This design comes from an exercise in tuning for small area on the open sky130 flow, not from production work.
Where RTL was checked, it was by simulation tests only, not by an equivalence proof against the original.
Power is estimated from default activity; no workload was simulated.

==> inputs of branch xenon <==
==> flow/design.v (excerpt) <==
module lane_rx (
    input  wire         clk,
    input  wire         rst,             
    input  wire         cdr_lock,        
    input  wire         rx_valid,
    input  wire [65:0]  rx_data,
    input  wire         descr_en,
    input  wire [15:0]  hunt_limit,      
    input  wire         match_en,
    input  wire         hdr_care,
    input  wire [1:0]   match_hdr,
    input  wire [63:0]  match_val,
    input  wire [63:0]  match_mask,
    input  wire [1:0]   prbs_sel,        
    input  wire [1:0]   start_mode,      
    input  wire [19:0]  cmp_count,       
    input  wire [63:0]  pmask,
    input  wire         burst,
    input  wire         cmp_event,
    output reg  [1:0]   lane_state,      
    output wire         block_lock,
    output reg          ev_lock,
    output reg          ev_lol,
    output reg          ev_hunt_slow,
    output reg          ev_match,
    output reg          ev_mismatch,
    output reg          ev_cmp_done,
    output reg          blk_valid,
    output reg  [1:0]   blk_hdr,
    output reg  [63:0]  blk_payload,
    output reg  [2:0]   cmp_result,
    output reg  [19:0]  blocks,
    output reg  [19:0]  block_errs,
    output reg  [23:0]  bit_errs,
    output reg  [19:0]  header_errs,
    output reg  [19:0]  first_err,
    output reg  [15:0]  lock_losses
);
Settings: LEC_CHECK=0, CAP_MARGIN=20, CORE_MARGIN=2, CORE_UTILIZATION=45, SLEW_MARGIN=20; clock period 18.0 ns.
standard.sh (not shown) runs the stock make flow with config.mk's settings and CLKGATE_MAP_FILE= SYNTH_SCRIPT=/design/flow/synth_recipe.tcl, a recipe that flattens the netlist after the stock synthesis.
==> flow/flow/run.sh <==
#!/bin/bash
# Own layout flow: the standard ORFS flow (standard.sh) with these changes.
#  1. Synthesis is synth_recipe.tcl unchanged except that ABC maps the
#     combinational logic with flow/abc_area_nf.script (area-oriented &nf)
#     instead of ORFS's abc_area.script. Flip-flops are mapped before ABC, so
#     the registers, their names and cell types are the standard synthesis's.
#  2. Port buffers use the smallest buffer, sky130_fd_sc_hd__buf_1.
#  3. CTS inserts no dummy loads and builds the tree from clkbuf_8, with
#     sink clusters of at most 20 sinks and 60 um.
# Every tool's output goes to a log in this folder (make.log; ORFS's own
# per-step logs stay under orfs/logs).
set -euo pipefail
W=$PWD
sed "s#^source \$::env(SCRIPTS_DIR)/synth_preamble.tcl\$#&\nset abc_args [lreplace \$abc_args 1 1 $W/flow/abc_area_nf.script]#" \
    "$FLOW_HOME/scripts/synth.tcl" > "$W/own_synth_body.tcl"
grep -q "abc_area_nf.script" "$W/own_synth_body.tcl"
sed "s#^source \$::env(SCRIPTS_DIR)/synth.tcl\$#source $W/own_synth_body.tcl#" \
    "$W/synth_recipe.tcl" > "$W/own_synth.tcl"
grep -q "own_synth_body.tcl" "$W/own_synth.tcl"
sed "s#SYNTH_SCRIPT=[^ ]*#SYNTH_SCRIPT=$W/own_synth.tcl#" "$W/standard.sh" > "$W/own_standard.sh"
grep -q "SYNTH_SCRIPT=$W/own_synth.tcl" "$W/own_standard.sh"
export BUFFER_PORTS_ARGS="-buffer_cell sky130_fd_sc_hd__buf_1"
export CTS_ARGS="-sink_clustering_enable -repair_clock_nets -dont_use_dummy_load -buf_list {sky130_fd_sc_hd__clkbuf_8} -sink_clustering_size 20 -sink_clustering_max_diameter 60"
bash "$W/own_standard.sh" > "$W/make.log" 2>&1
==> flow/flow/abc_area_nf.script <==
&get -n
&st
&dc2
&dch -f
&nf -a -F 5 -A 5
&put
topo
==> branch yarrow (differences from branch xenon) <==
--- a/flow/flow/run.sh
+++ b/flow/flow/run.sh
@@ -8,3 +8,3 @@
 #  3. CTS inserts no dummy loads and builds the tree from clkbuf_8, with
-#     sink clusters of at most 20 sinks and 60 um.
+#     sink clusters of at most 16 sinks and 50 um.
 # Every tool's output goes to a log in this folder (make.log; ORFS's own
@@ -22,3 +22,3 @@
 export BUFFER_PORTS_ARGS="-buffer_cell sky130_fd_sc_hd__buf_1"
-export CTS_ARGS="-sink_clustering_enable -repair_clock_nets -dont_use_dummy_load -buf_list {sky130_fd_sc_hd__clkbuf_8} -sink_clustering_size 20 -sink_clustering_max_diameter 60"
+export CTS_ARGS="-sink_clustering_enable -repair_clock_nets -dont_use_dummy_load -buf_list {sky130_fd_sc_hd__clkbuf_8} -sink_clustering_size 16 -sink_clustering_max_diameter 50"
 bash "$W/own_standard.sh" > "$W/make.log" 2>&1
==> qor summary <==
|  | branch yarrow | branch xenon |
|---|---|---|
| Length in cells of the worst reg-to-reg path | 37 | 36 |
| CTS Buf Count | 53 | 40 |
| Worst reg2reg path endpoint | bit_errs[15] | bit_errs[9] |
| Share of the clock period used by the worst path | 85.74% | 85.78% |
| Share of final-layout standard cells stronger than drive strength 1 | 5.079% | 4.724% |
| Met1 wire length | 43.68 mm | 43.34 mm |
| Time the final worst path needs with I/O delays and setup | 15.43 ns | 15.44 ns |
| Maximum single-stage delay on the critical path | 0.80 ns | 0.82 ns |
| Amount of wire on met3 after detailed routing | 8.730 mm | 9.057 mm |
| Vias in the first global route | 25,299 | 25,139 |
| Proportion of power drawn by combinational gates | 25.6% | 26.5% |
| Sequential share of power | 49.2% | 50.8% |
| Highest achievable clock rate | 64.80 MHz | 64.77 MHz |
| Status | no timing/DRC/antenna violations | no timing/DRC/antenna violations |
| Non-filler cells in the finished layout | 4,269 | 4,257 |
| GRT Util Overall | 33.67% | 33.59% |
| Wire length of the first global-routing pass | 160.6 mm | 160.0 mm |
| CP required | 18.50 ns | 18.52 ns |
| Clk slew on worst S/H paths | 0.07 ns | 0.10 ns |
| Switching share of power | 32.76% | 33.11% |


==> run X <==
lane_rx, a different RTL version from the one above (not shown whole).
Settings: LEC_CHECK=0, ABC_AREA=1, CAP_MARGIN=20, CORE_MARGIN=2, CORE_UTILIZATION=40, SLEW_MARGIN=20; clock period 18.0 ns.
==> flow/flow/run.sh <==
#!/bin/bash
# Standard layout with two changes: port buffers use the smallest buffer
# (sky130_fd_sc_hd__buf_1) and CTS inserts no dummy loads.
set -euo pipefail
export BUFFER_PORTS_ARGS="-buffer_cell sky130_fd_sc_hd__buf_1"
export CTS_ARGS="-sink_clustering_enable -repair_clock_nets -dont_use_dummy_load"
bash standard.sh > standard_flow.log 2>&1
==> inputs of run K, as changes to run X <==
--- a/flow/design.v
+++ b/flow/design.v
@@ -49,40 +49,46 @@
     reg  [9:0]  hunt_lo;         
     reg  [15:0] hunt_hi;         
     reg  [63:0] hdr_window;      
     reg  [3:0]  bad_cnt;         
     reg  [57:0] descr_hist;      
     wire sync_on = cdr_lock & in_sync;
     wire examine = sync_on & rx_valid & ~skip;
     wire [131:0] win = {rx_data, prev_word};
-    wire [128:0] sh64;
-    wire [80:0]  sh16;
-    wire [68:0]  sh4;
-    wire [65:0]  cand;
+    wire sa0 = ~offset[6] & ~offset[5] & ~offset[4];
+    wire sa1 = ~offset[5] & offset[4];
+    wire sa2 = offset[5] & ~offset[4];
+    wire sa3 = offset[5] & offset[4];
+    wire sa4 = offset[6];
+    wire sb0 = ~offset[3] & ~offset[2], sb1 = ~offset[3] & offset[2];
+    wire sb2 = offset[3] & ~offset[2],  sb3 = offset[3] & offset[2];
+    wire sc0 = ~offset[1] & ~offset[0], sc1 = ~offset[1] & offset[0];
+    wire sc2 = offset[1] & ~offset[0],  sc3 = offset[1] & offset[0];
+    wire [80:0] sh_a;
+    wire [68:0] sh_b;
+    wire [65:0] cand;
     genvar gi;
     generate
-        for (gi = 0; gi < 129; gi = gi + 1) begin : g_s64
-            if (gi < 67) begin : g_m
-                assign sh64[gi] = offset[6] ? win[gi + 64] : win[gi];
-            end else begin : g_p
-                assign sh64[gi] = win[gi];
+        for (gi = 0; gi < 81; gi = gi + 1) begin : g_sa
+            if (gi < 68) begin : g_m5
+                assign sh_a[gi] = (sa0 & win[gi]) | (sa1 & win[gi + 16]) | (sa2 & win[gi + 32]) |
+                                  (sa3 & win[gi + 48]) | (sa4 & win[gi + 64]);
+            end else begin : g_m4
+                assign sh_a[gi] = (sa0 & win[gi]) | (sa1 & win[gi + 16]) | (sa2 & win[gi + 32]) |
+                                  (sa3 & win[gi + 48]);
             end
         end
-        for (gi = 0; gi < 81; gi = gi + 1) begin : g_s16
-            assign sh16[gi] = offset[5] ? (offset[4] ? sh64[gi + 48] : sh64[gi + 32])
-                                        : (offset[4] ? sh64[gi + 16] : sh64[gi]);
-        end
-        for (gi = 0; gi < 69; gi = gi + 1) begin : g_s4
-            assign sh4[gi] = offset[3] ? (offset[2] ? sh16[gi + 12] : sh16[gi + 8])
-                                       : (offset[2] ? sh16[gi + 4] : sh16[gi]);
-        end
-        for (gi = 0; gi < 66; gi = gi + 1) begin : g_s1
-            assign cand[gi] = offset[1] ? (offset[0] ? sh4[gi + 3] : sh4[gi + 2])
-                                        : (offset[0] ? sh4[gi + 1] : sh4[gi]);
+        for (gi = 0; gi < 69; gi = gi + 1) begin : g_sb
+            assign sh_b[gi] = (sb0 & sh_a[gi]) | (sb1 & sh_a[gi + 4]) | (sb2 & sh_a[gi + 8]) |
+                              (sb3 & sh_a[gi + 12]);
+        end
+        for (gi = 0; gi < 66; gi = gi + 1) begin : g_sc
+            assign cand[gi] = (sc0 & sh_b[gi]) | (sc1 & sh_b[gi + 1]) | (sc2 & sh_b[gi + 2]) |
+                              (sc3 & sh_b[gi + 3]);
         end
     endgenerate
     wire [1:0]  hdr     = cand[1:0];
     wire [63:0] raw_pay = cand[65:2];
     wire        hdr_ok  = hdr[0] ^ hdr[1];
     wire [121:0] dext = {raw_pay, descr_hist};
     wire [63:0]  pay;
     generate
@@ -166,27 +172,27 @@
             ev_match  <= 1'b0;
         end else begin
             blk_valid <= tested;
             ev_match  <= match;
         end
     end
     reg  [30:0] prbs_state;      
     reg  [94:0] prbs_ext;
+    wire p7  = ~prbs_sel[1] & ~prbs_sel[0];
+    wire p15 = ~prbs_sel[1] & prbs_sel[0];
+    wire p31 = prbs_sel[1];
     integer q;
     always @(*) begin
         prbs_ext = 95'd0;
         prbs_ext[30:0] = prbs_state;
-        for (q = 31; q < 95; q = q + 1) begin
-            case (prbs_sel)
-                2'd0:    prbs_ext[q] = prbs_ext[q - 7]  ^ prbs_ext[q - 6];
-                2'd1:    prbs_ext[q] = prbs_ext[q - 15] ^ prbs_ext[q - 14];
-                default: prbs_ext[q] = prbs_ext[q - 31] ^ prbs_ext[q - 28];
-            endcase
-        end
+        for (q = 31; q < 95; q = q + 1)
+            prbs_ext[q] = (p7  & (prbs_ext[q - 7]  ^ prbs_ext[q - 6])) |
+                          (p15 & (prbs_ext[q - 15] ^ prbs_ext[q - 14])) |
+                          (p31 & (prbs_ext[q - 31] ^ prbs_ext[q - 28]));
     end
     wire [63:0] expected = prbs_ext[94:31];
     reg burst_q;
     reg running;         
     reg finished;        
     reg anchored;
     reg event_seen;
     wire bstart  = burst & ~burst_q;
==> flow/flow/run.sh (replaced) <==
#!/bin/bash
# Own layout flow: the standard ORFS flow (standard.sh) with three changes.
#  1. Synthesis is synth_recipe.tcl unchanged except that ABC maps the
#     combinational logic with flow/abc_area_nf.script (area-oriented &nf)
#     instead of ORFS's abc_area.script. Flip-flops are mapped before ABC, so
#     the registers, their names and cell types are the standard synthesis's.
#  2. Port buffers use the smallest buffer, sky130_fd_sc_hd__buf_1.
#  3. CTS inserts no dummy loads and builds the tree from clkbuf_8.
#  4. Timing-driven global placement does not keep its resizer changes.
# Every tool's output goes to a log in this folder (make.log; ORFS's own
# per-step logs stay under orfs/logs).
set -euo pipefail
W=$PWD
sed "s#^source \$::env(SCRIPTS_DIR)/synth_preamble.tcl\$#&\nset abc_args [lreplace \$abc_args 1 1 $W/flow/abc_area_nf.script]#" \
    "$FLOW_HOME/scripts/synth.tcl" > "$W/own_synth_body.tcl"
grep -q "abc_area_nf.script" "$W/own_synth_body.tcl"
sed "s#^source \$::env(SCRIPTS_DIR)/synth.tcl\$#source $W/own_synth_body.tcl#" \
    "$W/synth_recipe.tcl" > "$W/own_synth.tcl"
grep -q "own_synth_body.tcl" "$W/own_synth.tcl"
sed "s#SYNTH_SCRIPT=[^ ]*#SYNTH_SCRIPT=$W/own_synth.tcl#" "$W/standard.sh" > "$W/own_standard.sh"
grep -q "SYNTH_SCRIPT=$W/own_synth.tcl" "$W/own_standard.sh"
export BUFFER_PORTS_ARGS="-buffer_cell sky130_fd_sc_hd__buf_1"
export CTS_ARGS="-sink_clustering_enable -repair_clock_nets -dont_use_dummy_load -buf_list {sky130_fd_sc_hd__clkbuf_8} -sink_clustering_size 16 -sink_clustering_max_diameter 50"
export GPL_KEEP_OVERFLOW=0
bash "$W/own_standard.sh" > "$W/make.log" 2>&1
==> flow/flow/abc_area_nf.script (new file) <==
&get -n
&st
&dc2
&dch -f
&nf -a -F 5 -A 5
&put
topo
ABC_AREA = not set   (was 1)
CORE_UTILIZATION = 45   (was 40)
==> inputs of run G, as changes to run X <==
==> flow/run.sh (new file) <==
#!/bin/bash
# synth_recipe.tcl (not shown) runs the flow's synth.tcl, then flattens the netlist and writes it again
# the make line also repeats each setting of config.mk as NAME=value (left out here)
make -C /OpenROAD-flow-scripts/flow DESIGN_CONFIG=/design/flow/config.mk WORK_HOME=/design/flow/orfs CLKGATE_MAP_FILE= SYNTH_SCRIPT=/design/flow/synth_recipe.tcl finish
CAP_MARGIN = 5   (was 20)
GPL_TIMING_DRIVEN = 0   (was not set)
SLEW_MARGIN = 5   (was 20)
removed: flow/flow/run.sh
removed: flow/standard.sh
==> inputs of run Z, as changes to run X <==
==> flow/flow/run.sh (replaced) <==
#!/bin/bash
# Standard layout with two changes: port buffers use the smallest buffer
# (sky130_fd_sc_hd__buf_1); CTS inserts no dummy loads and uses clkbuf_8.
set -euo pipefail
export BUFFER_PORTS_ARGS="-buffer_cell sky130_fd_sc_hd__buf_1"
export CTS_ARGS="-sink_clustering_enable -repair_clock_nets -dont_use_dummy_load -buf_list {sky130_fd_sc_hd__clkbuf_8} -sink_clustering_size 16 -sink_clustering_max_diameter 50"
bash standard.sh > standard_flow.log 2>&1
CORE_UTILIZATION = 65   (was 40)
==> qor summary <==
| metric | run K | run Z | run X | run G |
|---|---|---|---|---|
| Portion of total power attributed to sequential cells | 49.7% | 49.9% | 43.3% | 38.8% |
| Portion of the layout cell area used by non-clock buffers | 8.43% | 6.11% | 6.09% | 14.4% |
| Global routing met1 resource utilization | 45.8% | 57.7% | 40.3% | 44.1% |
| Post-Layout Cell Count | 4,216 | 5,624 | 6,023 | 6,205 |
| Basic-gate share of the synthesized area counting and, or, nand and nor cells | 14.1% | 30.9% | 30.9% | 30.9% |
| Cell count after placement | 4,150 | 5,568 | 5,965 | 6,100 |
| Worst reg2reg setup slack | 3.73 ns | 5.43 ns | 5.47 ns | 2.95 ns |
| Final critical-path share of the clock period | 96.0% | 79.6% | 80.3% | 92.3% |
| Power density of the placed cells | 74.9 nW/um^2 | 67.4 nW/um^2 | 75.0 nW/um^2 | 75.0 nW/um^2 |
| Synth Area in Adders | 6.72% | 5.59% | 5.59% | 5.59% |
| Outcome | complete, no violations | complete, no violations | complete, no violations | complete, no violations |
| Final Worst Setup Slack | 0.721 ns | 3.68 ns | 3.55 ns | 1.38 ns |
| Met2 wire length | 51,200 microns | 52,200 microns | 59,300 microns | 68,300 microns |
| Routed wire length per instance | 26.7 microns | 21.3 microns | 21.8 microns | 23.8 microns |
| Post-Route Utilization | 53.4% | 71.4% | 45.6% | 50.9% |
Function not checked in run X, run G and run Z: the RTL went through the layout flow alone.

-- separate check: timing with driven ports --
In the flow no input, the clock included, has a driving cell. The finished layouts below were timed again as built, in two steps.
Step 1, drivers: a clkbuf_16 drives clk and a buf_2 each remaining input, both assumed.
Step 2, shift: input delay + t, output delay - t, t = (earliest + latest rising clock arrival at the registers) / 2. This alone moves slack from input paths to output paths.
a / b / c = ideal ports / drivers / drivers and shift; a / b = the first two.
run | shift t [ns] | slack for setup (ns) | worst hold slack (ns) | slew at the worst register clock pin (ns) | pins driven straight from the clock port
branch xenon | 0.677 | 2.560 / 2.577 / 1.900 | 0.410 / 0.410 / 0.410 | 0.13 / 0.13 | 1
branch yarrow | 0.707 | 2.567 / 2.583 / 1.876 | 0.398 / 0.398 / 0.398 | 0.10 / 0.10 | 1
run X | 0.681 | 3.545 / 3.582 / 2.900 | 0.398 / 0.398 / 0.398 | 0.06 / 0.06 | 1
run K | 0.706 | 0.721 / 0.732 / 0.027 | 0.403 / 0.403 / 0.403 | 0.10 / 0.10 | 1
run G | 0.700 | 1.382 / 1.428 / 0.728 | 0.412 / 0.412 / 0.412 | 0.07 / 0.07 | 1
run Z | 0.734 | 3.677 / 3.713 / 2.978 | 0.397 / 0.397 / 0.397 | 0.11 / 0.11 | 1
After both steps every run listed still meets setup and hold. For run Z, which loses most, drivers alone change the setup slack by +0.036 ns; drivers and shift together by -0.699 ns.
